This is an optimization exercise on Yosys and OpenROAD, whose aim is small area, a short achievable clock period and few clock cycles per item, not a production implementation. In this exercise RTL edits were held to simulation tests only and were not proved equivalent to the original. Power is estimated from default activity; no workload was simulated.

## oak
Design fe_divsqrt, start of the top module:
module fe_divsqrt (
    input  wire        clk,
    input  wire        rst,       
    input  wire        start,
    input  wire        op,        
    input  wire [47:0] a,
    input  wire [47:0] b,
    input  wire [4:0]  ra,
    input  wire [4:0]  rb,
    output wire        ready,
    output reg         done,
    output wire [47:0] y,
    output wire [4:0]  ry,
    output reg         divz,
    output reg         sqneg,
    output reg         sat,
    output reg         rerr
);
For scale: about 2100 cells after synthesis, about 200 flip-flops, about 170 I/O pins, ~0.017 mm² of cells after synthesis.
export LEC_CHECK = 0
export CAP_MARGIN = 20
export CORE_MARGIN = 2
export CORE_UTILIZATION = 30
export PLACE_DENSITY = 0.5
export SETUP_SLACK_MARGIN = 5
export SLEW_MARGIN = 20
create_clock -name core_clock -period 10.5 [get_ports {clk}]
standard.sh (not shown) runs the stock make flow with config.mk's settings and CLKGATE_MAP_FILE= SYNTH_SCRIPT=/design/flow/synth_recipe.tcl, a recipe that flattens the netlist after the stock synthesis.
==> flow/flow/run.sh <==
#!/bin/bash
set -euo pipefail
bash standard.sh SETUP_SLACK_MARGIN=6.5 finish > flow_make.log 2>&1
Testbench counts of oak, summed over its fixed seeds: cycles 95,212, items 3,200.
Inputs modified between oak and pine:
- PLACE_DENSITY: 0.5 -> 0.6
- CORE_UTILIZATION: 30 -> 40
- CTS_BUF_LIST: unset -> sky130_fd_sc_hd__clkbuf_8
==> run summary <==
- Measured against each other, oak and pine differ in maximum fanout count along the critical path, the lower figure coming from pine.
- pine against oak: final area went down about 2.3%, die area went down 0.015 mm².
- pine ended with every stage complete and zero timing, DRC or antenna violations.
- Diff pine..oak | multi-input combinational cell area | negligible
- The worst hold-check slack of pine exceeds that of oak by 19 ps.
- pine vs oak on slew at the pin with the worst max-slew slack: pine is the higher one.
- Taking oak as the reference, in pine non-clock buffer total of the final layout now sits higher; count of clock-buffer cells in the layout now sits lower; fmax now sits higher.
- Global-route usage in pine is 5.6 points higher than in oak
- For pine, the end of the critical path was y[32], unlike oak, where it was y[22].
Input-level comparison between birch and pine:
- setting CTS_CLUSTER_SIZE to 40 for the first time
- setting CTS_CLUSTER_DIAMETER to 150 for the first time
- removing CTS_BUF_LIST (formerly sky130_fd_sc_hd__clkbuf_8)
==> run summary <==
Compared with pine, in birch total power climbed 1.8%; overall track demand over capacity in global routing went down by 0.38 points; number of nets in the layout fell by about 0.37%; met3 usage in global routing now smaller; share of the clock period used by the worst path rose by 0.24 points. There was hardly any difference in number of register bits inferred by synthesis between birch and pine. Final cell count (higher): pine. birch against pine: initial antenna violation count decreased by 1 relative to the old numbers; average routed wire per standard cell went down 0.95%; share of the core filled with cells now sits higher. Between birch and pine, transition time at the pin with the least slew margin is higher for birch, pine comes in under that.
> inputs changed (birch -> maple)
- clearing CTS_CLUSTER_SIZE, which used to be 40
- clearing CTS_CLUSTER_DIAMETER, which used to be 150
- putting CTS_BUF_LIST at sky130_fd_sc_hd__clkbuf_8 sky130_fd_sc_hd__clkbuf_16 where nothing was set
### Flow results
- As far as max-capacitance violation count goes, maple and birch are indistinguishable; the numbers are identical.
- From maple to birch, met3 wirelength from detailed routing did not move at all.
- On power share of the clock group, maple and birch are basically level.
- There was hardly any difference in combinational group share of total power between birch and maple.
- Looking at maple and birch, the fraction of synthesized cell area in xor and xnor cells is a wash.
- maple -> birch: flip-flop and latch share of the layout cell area delta 0, exact match
[inputs] cedar vs maple
- CTS_BUF_LIST removed (was sky130_fd_sc_hd__clkbuf_8 sky130_fd_sc_hd__clkbuf_16)
## What came out
- Diff maple -> cedar: reported clock group power shows no meaningful change; number of nets in the layout held.
- Between cedar and maple, the difference in routed wire length is negligible.
- Diff cedar..maple | setup violation total in the final timing report | unchanged
- From cedar to maple, clock period minus final worst setup slack did not move at all.
- As far as worst slack at placement goes, maple and cedar are indistinguishable; the numbers are identical.
- cedar -> maple: number of inserted filler cells in the final layout delta 0, exact match
- maple -> cedar: count of unresolved DRC violations after routing flat

[re-timing with driven ports]
No port has a modelled driver above. Below, the same layouts with a new extraction and two added sets of constraints.
Step 1 assumes that a clkbuf_16 drives the clock port and a buf_2 every other input.
Step 2 moves the port delays by t, midway between the first and last clock arrival at a register: inputs arrive t later, outputs are due t later. That takes back most of the time a late clock gives input paths.
a / b / c = ideal ports / drivers / drivers and shift; a / b = the first two.
| run | shift t [ns] | slack for setup (ns) | slew at the worst register clock pin (ns) | worst data-port slew with drivers (ns) | cell pins on the clock port's net |
|---|---|---|---|---|---|
| oak | 0.532 | 6.416 / 6.357 / 6.291 | 0.09 / 0.09 | 0.05 | 1 |
| pine | 0.562 | 6.477 / 6.423 / 6.212 | 0.12 / 0.12 | 0.05 | 1 |
| birch | 0.526 | 6.452 / 6.388 / 6.266 | 0.09 / 0.09 | 0.05 | 1 |
| maple | 0.526 | 6.452 / 6.388 / 6.266 | 0.09 / 0.09 | 0.05 | 1 |
| cedar | 0.526 | 6.452 / 6.388 / 6.266 | 0.09 / 0.09 | 0.05 | 1 |
After both steps setup and hold are still met in every run listed. For pine, which loses most, drivers alone change the setup slack by -0.054 ns; drivers and shift together by -0.265 ns.
